Context: an optimization exercise on an open-source flow, tuned for small area, a short achievable clock period and few clock cycles per item. The choices shown serve that exercise and are no tape-out recipe.
No functional check of the RTL was part of any run shown here.
Power figures rest on the tool's default switching activity, not on a simulated workload.

==> flow/design.v, too long to show whole: its modules and the start of the top module <==
// module warp_offset: 1304 lines
module warp_offset (
    input  wire         clk,
    input  wire         rst,
    input  wire         in_valid,
    output wire         in_ready,
    input  wire [14:0]  in_x,
    input  wire [23:0]  in_row,
    input  wire [23:0]  in_rows,
    input  wire [7:0]   in_pitch,
    input  wire [7:0]   in_beam_slow,
    input  wire [7:0]   in_facet_slow,
    input  wire [7:0]   in_slip,
    input  wire [7:0]   in_scr_w_m1,
    input  wire [7:0]   in_scr_h_m1,
    input  wire [7:0]   in_scr_x0,
    input  wire [7:0]   in_scr_y0,
    output wire [7:0]   node_addr_a,
    output wire [7:0]   node_addr_b,
    input  wire [15:0]  node_data_a,
    input  wire [15:0]  node_data_b,
    output wire [24:0]  src_row_a,
    output wire [24:0]  src_row_b,
    output wire [14:0]  src_col,
    input  wire [7:0]   src_data_a,
    input  wire [7:0]   src_data_b,
    output wire [15:0]  scr_cell,
    input  wire [119:0] scr_data,
    output wire         out_valid,
    input  wire         out_ready,
    output wire [15:0]  out_offset,
    output wire         out_clamp,
    output wire [24:0]  out_ra,
    output wire [4:0]   out_w,
    output wire [24:0]  out_rn,
    output wire [7:0]   out_c,
    output wire [3:0]   out_level
);
  // ...
==> flow/run.sh <==
#!/bin/bash
# synth_recipe.tcl (not shown) runs the flow's synth.tcl, then flattens the netlist and writes it again
# the make line also repeats each setting of config.mk as NAME=value (left out here)
make -C /OpenROAD-flow-scripts/flow DESIGN_CONFIG=/design/flow/config.mk WORK_HOME=/design/flow/orfs CLKGATE_MAP_FILE= SYNTH_SCRIPT=/design/flow/synth_recipe.tcl finish
==> flow/config.mk <==
export PLATFORM = sky130hd
export DESIGN_NAME = warp_offset
export DESIGN_NICKNAME = warp_offset
export VERILOG_FILES = /design/flow/design.v
export SDC_FILE = /design/flow/constraint.sdc
export NUM_CORES = 4
export LEC_CHECK = 0
export CAP_MARGIN = 20
export CORE_MARGIN = 2
export CORE_UTILIZATION = 60
export CTS_BUF_LIST = sky130_fd_sc_hd__clkbuf_4 sky130_fd_sc_hd__clkbuf_8
export PLACE_DENSITY = 0.72
export SLEW_MARGIN = 20
==> flow/constraint.sdc <==
create_clock -name core_clock -period 14.0 [get_ports {clk}]
set_input_delay 2.8000 -clock core_clock [delete_from_list [all_inputs] [get_ports {clk}]]
set_output_delay 2.8000 -clock core_clock [all_outputs]
set_load 0.01 [all_outputs]
==> results.txt, run 1 <==
Final layout
Non-clock buffering takes up 4.29% of total cell area after layout. In the final layout, multi-input gates take up 32.0% of the cell area. The layout cell share with drive strength beyond 1 is 9.93%.

Logic synthesis
The compound-gate portion of the synthesized area is 7.29%. Synthesis instantiated 80 different standard cells from the library. Counting flops and latches in the post-synthesis netlist gives 2141. The mux contribution to synthesized area is 3.75%.

Setup path
The critical path buffer and inverter count is 4. The cell with the most instances on the worst path is fa_1. Setup slack on the worst reg-to-reg path comes out at 5.99 ns. The timing startpoint of the critical path is pa_q17[2].

Detailed routing
The aggregate routed wire length is 194 mm. After detailed routing, the number of vias per cell comes to 5.37. Wire segments on met2 add up to 95.5 mm in the final route.

GRT
The maximum number of pins on one net before global-route repair is 209.

Die
The floorplan step set the die height to 426 um. The initial cell density of the core is 60.5%. The tap cell count is 2340.

STA
Of the available clock period, the critical path in the final layout requires 57.2%.

Run
The count of max-cap constraint violations is 0.

Clock tree
Clock-pin slew was measured on the worst setup and hold paths at 0.06 ns. After clock tree synthesis, the setup repair step added 0 buffers. For the worst-skew pair, the clock arrives at the later sink with an insertion delay of 1.09 ns. Counting every sink on the clock net gives 2141.

The CTS tree is yes. The cell at the root of the clock tree is clkbuf_8.

Pwr
The fraction of power consumed by the clock network is 16.2%. The combinational power is 16.2 mW. The part of the total power dissipated in sequential elements is 33.4%.

Placed design
The area after detailed placement is 115000 um2. Timing analysis after detailed placement gives a worst setup slack of 5.29 ns.

Outcome
The run finished with no timing, DRC or antenna violations.

Min path
The destination of the worst hold path is r_q14[16].
==> inputs of run 2 (changes only) <==
--- a/flow/design.v
+++ b/flow/design.v
@@ -516,20 +516,32 @@
     reg  [0:0] inb_q15;
     reg  [0:0] inb_q16;
     wire [7:0] sda_d_w;
     wire [7:0] sda_w;
     wire [7:0] sdb_d_w;
     wire [7:0] sdb_w;
     wire [7:0] sa_w;
     wire [7:0] sb_w;
-    wire [12:0] pa_w;
-    reg  [12:0] pa_q17;
-    wire [12:0] pb_w;
-    reg  [12:0] pb_q17;
+    wire [12:0] cr0_w;
+    wire [12:0] cr1_w;
+    wire [12:0] cr2_w;
+    wire [12:0] cr3_w;
+    wire [12:0] cr4_w;
+    wire [12:0] cr5_w;
+    wire [12:0] f1s_w;
+    wire [12:0] f1c_w;
+    wire [12:0] f2s_w;
+    wire [12:0] f2c_w;
+    wire [12:0] f3s_w;
+    wire [12:0] f3c_w;
+    wire [12:0] f4s_w;
+    reg  [12:0] f4s_q17;
+    wire [12:0] f4c_w;
+    reg  [12:0] f4c_q17;
     wire [9:0] xd_t0_w;
     wire [0:0] xd_q0_w;
     wire [0:0] xd_r0_w;
     wire [9:0] xd_t1_w;
     wire [0:0] xd_q1_w;
     wire [1:0] xd_r1_w;
     wire [9:0] xd_t2_w;
     wire [0:0] xd_q2_w;
@@ -814,18 +826,30 @@
     assign ina_w = ~ra26_w[25] & ($signed(dr_q14) > $signed(o_q14[11:5]));
     assign inb_w = (~ra26_w[25] | (&ra26_w)) & ($signed({dr_q14[7], dr_q14}) > $signed({{2{o_q14[11]}}, o_q14[11:5]}) + 9'sd1);
     assign sda_d_w = src_data_a;
     assign sda_w = hv ? sda_h : sda_d_w;
     assign sdb_d_w = src_data_b;
     assign sdb_w = hv ? sdb_h : sdb_d_w;
     assign sa_w = ina_q16 ? sda_w : 8'd0;
     assign sb_w = inb_q16 ? sdb_w : 8'd0;
-    assign pa_w = {5'd0, sa_w} * (13'd32 - {8'd0, o_q16[4:0]});
-    assign pb_w = {5'd0, sb_w} * {8'd0, o_q16[4:0]};
+    assign cr0_w = {5'd0, sa_w};
+    assign cr1_w = {5'd0, (o_q16[0] ? sb_w : sa_w)};
+    assign cr2_w = {4'd0, (o_q16[1] ? sb_w : sa_w), 1'd0};
+    assign cr3_w = {3'd0, (o_q16[2] ? sb_w : sa_w), 2'd0};
+    assign cr4_w = {2'd0, (o_q16[3] ? sb_w : sa_w), 3'd0};
+    assign cr5_w = {1'd0, (o_q16[4] ? sb_w : sa_w), 4'd0};
+    assign f1s_w = cr0_w ^ cr1_w ^ cr2_w;
+    assign f1c_w = {((cr0_w & cr1_w) | (cr0_w & cr2_w) | (cr1_w & cr2_w)), 1'b0};
+    assign f2s_w = cr3_w ^ cr4_w ^ cr5_w;
+    assign f2c_w = {((cr3_w & cr4_w) | (cr3_w & cr5_w) | (cr4_w & cr5_w)), 1'b0};
+    assign f3s_w = f1s_w ^ f1c_w ^ f2s_w;
+    assign f3c_w = {((f1s_w & f1c_w) | (f1s_w & f2s_w) | (f1c_w & f2s_w)), 1'b0};
+    assign f4s_w = f3s_w ^ f3c_w ^ f2c_w;
+    assign f4c_w = {((f3s_w & f3c_w) | (f3s_w & f2c_w) | (f3c_w & f2c_w)), 1'b0};
     assign xd_t0_w = {1'b0, 9'(x_w[14])} + {2'b11, ~wm1_w};
     assign xd_q0_w = ~xd_t0_w[9];
     assign xd_r0_w = xd_q0_w ? xd_t0_w[0:0] : 1'(x_w[14]);
     assign xd_t1_w = {1'b0, 9'({xd_r0_w, x_w[13]})} + {2'b11, ~wm1_w};
     assign xd_q1_w = ~xd_t1_w[9];
     assign xd_r1_w = xd_q1_w ? xd_t1_w[1:0] : 2'({xd_r0_w, x_w[13]});
     assign xd_t2_w = {1'b0, 9'({xd_r1_w, x_w[12]})} + {2'b11, ~wm1_w};
     assign xd_q2_w = ~xd_t2_w[9];
@@ -936,17 +960,17 @@
     assign ye_r5_w = ye_q5_w ? ye_t5_w[7:0] : 8'({ye_r4_w, s9y_q9[2]});
     assign ye_t6_w = {1'b0, 9'({ye_r5_q10, s9y_q10[1]})} + {2'b11, ~hm1_q10};
     assign ye_q6_w = ~ye_t6_w[9];
     assign ye_r6_w = ye_q6_w ? ye_t6_w[7:0] : 8'({ye_r5_q10, s9y_q10[1]});
     assign ye_t7_w = {1'b0, 9'({ye_r6_w, s9y_q10[0]})} + {2'b11, ~hm1_q10};
     assign ye_q7_w = ~ye_t7_w[9];
     assign ye_r7_w = ye_q7_w ? ye_t7_w[7:0] : 8'({ye_r6_w, s9y_q10[0]});
     assign cell_w = {8'd0, ye_r7_q11} * {8'd0, wm1_q11} + {8'd0, ye_r7_q11} + {8'd0, xe_r7_q11};
-    assign csum2_w = pa_q17 + pb_q17 + 13'd16;
+    assign csum2_w = f4s_q17 + f4c_q17 + 13'd16;
     assign c_w = csum2_w[12:5];
     assign lvl_d_w = {3'd0, (c_w > scr_data[7:0])} + {3'd0, (c_w > scr_data[15:8])} + {3'd0, (c_w > scr_data[23:16])} + {3'd0, (c_w > scr_data[31:24])} + {3'd0, (c_w > scr_data[39:32])} + {3'd0, (c_w > scr_data[47:40])} + {3'd0, (c_w > scr_data[55:48])} + {3'd0, (c_w > scr_data[63:56])} + {3'd0, (c_w > scr_data[71:64])} + {3'd0, (c_w > scr_data[79:72])} + {3'd0, (c_w > scr_data[87:80])} + {3'd0, (c_w > scr_data[95:88])} + {3'd0, (c_w > scr_data[103:96])} + {3'd0, (c_w > scr_data[111:104])} + {3'd0, (c_w > scr_data[119:112])};
     assign lvl_w = hv ? lvl_h : lvl_d_w;
     always @(posedge clk) begin
         if (adv) begin
             x_q1 <= x_w;
             x_q2 <= x_q1;
             x_q3 <= x_q2;
@@ -1227,18 +1251,18 @@
             clamp_q17 <= clamp_q16;
             ra_q15 <= ra_w;
             ra_q16 <= ra_q15;
             ra_q17 <= ra_q16;
             ina_q15 <= ina_w;
             ina_q16 <= ina_q15;
             inb_q15 <= inb_w;
             inb_q16 <= inb_q15;
-            pa_q17 <= pa_w;
-            pb_q17 <= pb_w;
+            f4s_q17 <= f4s_w;
+            f4c_q17 <= f4c_w;
             xd_r2_q1 <= xd_r2_w;
             xd_r4_q2 <= xd_r4_w;
             xd_t5_q2 <= xd_t5_w;
             xd_q5_q2 <= xd_q5_w;
             xf_q3 <= xf_w;
             xe_r1_q4 <= xe_r1_w;
             xe_r3_q5 <= xe_r3_w;
             xe_r5_q6 <= xe_r5_w;
==> flow/flow/run.sh (new file) <==
#!/bin/bash
# The standard layout, with ORFS's timing repair aimed at a tighter
# setup target than the clock period (the SDC itself is unchanged).
# Gate cloning is off so that no register is duplicated.
set -euo pipefail
bash standard.sh SETUP_SLACK_MARGIN=8 SKIP_GATE_CLONING=1 finish > standard_make.log 2>&1
==> flow/standard.sh (new file) <==
#!/bin/bash
# synth_recipe.tcl (not shown) runs the flow's synth.tcl, then flattens the netlist and writes it again
# the make line also repeats each setting of config.mk as NAME=value (left out here)
make -C /OpenROAD-flow-scripts/flow DESIGN_CONFIG=/design/flow/config.mk WORK_HOME=/design/flow/orfs CLKGATE_MAP_FILE= SYNTH_SCRIPT=/design/flow/synth_recipe.tcl "${@:-finish}"
==> flow/config.mk (replaced) <==
export PLATFORM = sky130hd
export DESIGN_NAME = warp_offset
export DESIGN_NICKNAME = warp_offset
export VERILOG_FILES = /design/flow/design.v
export SDC_FILE = /design/flow/constraint.sdc
export NUM_CORES = 4
export LEC_CHECK = 0
export CAP_MARGIN = 20
export CORE_MARGIN = 2
export CORE_UTILIZATION = 40
export PLACE_DENSITY = 0.6
export SLEW_MARGIN = 20
removed: flow/run.sh
==> results.txt, run 2 <==
Die
The floorplan core area is 262000 um2. The y dimension of the die is 517 um (+22%). In this run the core area contains 188 standard-cell rows. The I/O pin count is 482. The width of the die is 517 um. The initial cell density of the core was 40.2% (-20 points). The die area is 268000 um2.

Setup path
The kind of end point of the critical path is a register. At the worst endpoint, the required time is 14.60 ns. For this design, the slowest cell found on the critical path is fa_2. Counting cells, the worst reg-to-reg path comes to 29. The highest cell delay on the worst timing path is 0.51 ns. The worst-case register-to-register setup slack is 6.97 ns (+0.98 ns). In this run the worst path has a maximum fanout of 2.

Among the stages of the critical path, the cell type that occurs most often is fa_2. The critical path goes through dlygate4sd2_1 -> inv_2 -> ha_4 -> nor2b_2 -> o21a_1 -> o21ai_1 -> nand2b_1 -> a21oi_2 -> o21ai_2 -> o21ai_2 -> fa_2 -> fa_2 -> fa_1 -> inv_1 -> fa_1 -> inv_2 -> fa_2 -> fa_2 -> xnor2_2 -> mux2_4 -> mux2_4. The data arrival time of the critical path is 7.80 ns. In this run the critical register-to-register path is captured at lvl_q18[2]. The type of element launching the critical path is a primary input. The critical path is of the primary input to register type. The start of the worst register-to-register path is f4s_q17[5].

STA
The final worst-path cycle share is 51.5% (-5.7 points). The clock tree skew after final layout is 0.0693 ns. The worst hold slack is 0.369 ns.

In the final timing run, aggregate negative setup slack is 0 ns. Setup violations remaining at the end of the flow were counted as 0. Setup repair after global routing could not meet its margin everywhere.

The worst pin sits at a relative slew slack of 31.0%. The final count of hold timing violations is 0. The number of max-slew violations in the final report came to 0. The transition time of the tightest slew-check pin is 1.04 ns.

The worst path in the final design needs a cycle of 7.20 ns, including I/O delays and setup. The highest attainable clock frequency is 0.139 GHz.

Logic synthesis
The cell area after synthesis is 105000 um2. The number of synthesized register bits came to 2134 (-0.33%). The distinct cell type count after synthesis was 97 (+21%).

The synthesized net count is 8880. The total of warnings raised by yosys is 1. The most common cell in the netlist is edfxtp_1. The dominant register cell in the synthesized netlist is edfxtp_1. Counting flops with a built-in enable in the synthesized netlist gives 2114. The share of synthesized flip-flops with an asynchronous set or reset is 0%.

Synthesis handed over a netlist of 7520 instances. After synthesis, flip-flops and latches occupy 60.6% of the total area. Sorting the synthesized cells by how often they occur yields 2114 x edfxtp_1, 907 x inv_1, 823 x ha_1, 434 x a21oi_1, 351 x xnor2_1. The dominant cell type by area after synthesis is edfxtp_1.

The synthesized area per cell is 14.0 um2. In the post-synthesis netlist, the biggest area contributors are edfxtp_1 60%, ha_1 9.8%, fa_1 4.5%. The fraction of synthesized cell area taken by the top area cell type is 60.2%.

Pwr
The part of the total power dissipated in sequential elements was 31.7% (-1.7 points). The proportion of total power due to net switching is 36.2%. The analysis attributes to net switching a power of 12.2 mW.

The internal power component is 21.5 mW. For this design the static power due to leakage is 51.2 nW. The fraction of power consumed by the clock network is 18.4% (+2.2 points). Of the total power, combinational logic draws 49.9%. The worst voltage drop across the vdd grid is 0.413 mV.

Total power for the finished layout comes to 33.6 mW. The power per standard cell area is 270 nW/um2.

Clock tree
The clock slew at the register clock pins of the worst setup and hold paths was 0.06 ns (about the same). TritonCTS built the clock tree. The latest clock arrival within the worst-skew pair is 0.86 ns (-0.23 ns).

The number of sinks driven by the clock tree is 2134 (-0.33%). The tree is rooted in a clkbuf_16. The number of clock buffers inserted by TritonCTS is 229. The maximum level of the CTS H-tree is 4.

The count of hold buffers inserted by post-cts repair is 0. The clock passes through at most 3 buffers.

Final layout
The top cell types in the final layout, fill and taps aside, are 2114 x edfxtp_1, 883 x inv_1, 787 x ha_1, 442 x clkdlybuf4s50_1, 410 x a21oi_1. The layout cell share with drive strength beyond 1 was 12.2% (+2.2 points). The most common cell after layout, fill and taps aside is edfxtp_1.

In the final design database the tool counted 9636 nets. Excluding fillers, the count of instances in the completed layout stands at 12000. The layout-stage area growth over the synthesis result is 18.0%.

GRT
The maximum number of pins on one net before global-route repair is 173 (-17%). The initial antenna violation count is 27. Global routing finished with a remaining overflow of 0.

Across every metal layer, demand over resource in global routing totals 15.5%. The first global-routing pass estimated 327 mm of wire. The number of global-route vias before repair is 59700.

Detailed routing
For this run, design rule violations remaining after detail routing come to 0. The routed wire length per instance is 17.5 um. The first-pass iteration count of the detailed router is 6. The DRC marker count from the first detailed-route iteration is 3463. The detail-routed via count per cell is 4.91 (-8.6%).

The detail route stage leaves a number of antenna-violating nets equal to 0. The vias after detailed routing is 58800. The aggregate routed wire length is 210 mm (+8.3%).

Placed design
Detailed placement finished with a half-perimeter wire length of 151 mm. The cell count after placement is 11500. The number of port buffers is 481. At the end of routability-driven placement, the weighted congestion stood at 0.858.

Run
The count of max-cap constraint violations was 0 (unchanged).

Min path
In this run the worst hold path is classified as register to register. The number of cells on the worst hold path is 0. The worst hold path terminates at dr_q6[6]. The startpoint of the most critical hold path is dr_q5[6].

Outcome
The flow ran to the end and the layout has no timing, DRC or antenna violations.
[run 2: cell count changes after synthesis, sizes merged, moves of 30 or more]
cell   delta
mux2i    +30
xnor2    -34
ha       -55
mux2     +49
nand3    -37
nor2     -68
and2     -30
[run 2: how the worst max path moves through the flow]
stage	startpoint	to	slack, ns
finish	scr_data[113]	lvl_q18[2]	6.80
global route	scr_data[113]	lvl_q18[2]	6.75
CTS	scr_data[73]	lvl_q18[2]	6.74
detailed placement	scr_data[72]	lvl_q18[2]	5.51
global placement	scr_data[72]	lvl_q18[2]	5.52
floorplan	sv	lvl_h[0]	4.06
[run 2: final cells by class]
cell class	count	area, um2
Inverter	907	3440
Clock inverter	155	1840
Sequential cell	2134	63900
Multi-Input combinational cell	4386	38800
Antenna cell	7	17.5
Tap cell	3515	4400
Timing Repair Buffer	618	6020
Clock buffer	272	6030
Fill cell	22600	138000
[run 2: metal layers]
layer	global-route usage [%]	part of all wire, %	routed length [um]
met1	19.6	43	91300
met3	3.13	4.9	10400
met4	5.78	3.6	7630
met2	26.1	48	100000
met5	0	0.069	144
[run 2: logic make-up after synthesis]
family | Yosys count | share of synthesized area (%)
AO/OA/AOI/OAI | 1208 | 7.19
multiplexers | 446 | 4.59
XOR/XNOR | 485 | 4.04
AND/OR/NAND/NOR | 1186 | 5.68
adder cells (fa/ha/maj) | 1061 | 14.3
buffers and inverters | 1000 | 3.62
flip-flops | 2134 | 60.6
[run 2: power by group through the flow]
stage	Sequential (mW)	Combinational, mW	Clock [mW]
2_1_floorplan	10.4	12.3	0
3_3_place_gp	10.8	15.6	0
3_5_place_dp	10.9	15.9	0
4_1_cts	10.7	16.5	6.39
5_1_grt	10.9	18.9	6.65
6_report	10.7	16.8	6.19
[run 2: worst max-delay path, delay by kind of cell]
family / cells / cell delay (ns)
fa+ha+maj: 7 / 2.98
compound gates: 5 / 0.65
mux: 2 / 0.54
buf+inv: 4 / 0.44
simple gates: 2 / 0.24
xor+xnor: 1 / 0.15
[run 2: timing repair]
item,in CTS,in global routing
pin swaps,59,74
endpoints found under the hold margin,0,0
setup buffers,49,46
setup endpoints to repair,82,328
gates resized for setup,157,164
[run 2: per-stage QoR]
step / utilization (%) / cell area (um2) / setup slack [ns]
detailed placement: 43.7 / 115000 / 5.51
global placement: 43.7 / 115000 / 5.52
floorplan: - / 106000 / 4.06
global route: 47.4 / 124000 / 6.75
finish: 47.4 / 124000 / 6.80
CTS: 47.0 / 123000 / 6.74

## port drivers added, routing unchanged
How much do the figures lean on ideal ports? The routed layouts below were timed once more, with nothing changed but the port constraints.
Step 1, drivers: a clkbuf_16 drives clk and a buf_2 each remaining input, both assumed.
Step 2 times the ports against the registers' clock, not the clock port: input delays grow and output delays shrink by t, the midpoint of the rising clock arrivals with the driver on.
Slacks: no drivers / after step 1 / after step 2; pairs: no drivers / after step 1.
| run | t, ns | slack for setup (ns) | worst slew at a driven data input, ns |
|---|---|---|---|
| run 1 | 1.126 | 5.992 / 5.992 / 5.305 | 0.25 |
| run 2 | 0.914 | 6.796 / 6.863 / 5.949 | 0.19 |
After both steps every run listed still meets setup and hold. For run 2, which loses most, drivers alone change the setup slack by +0.067 ns; drivers and shift together by -0.847 ns.
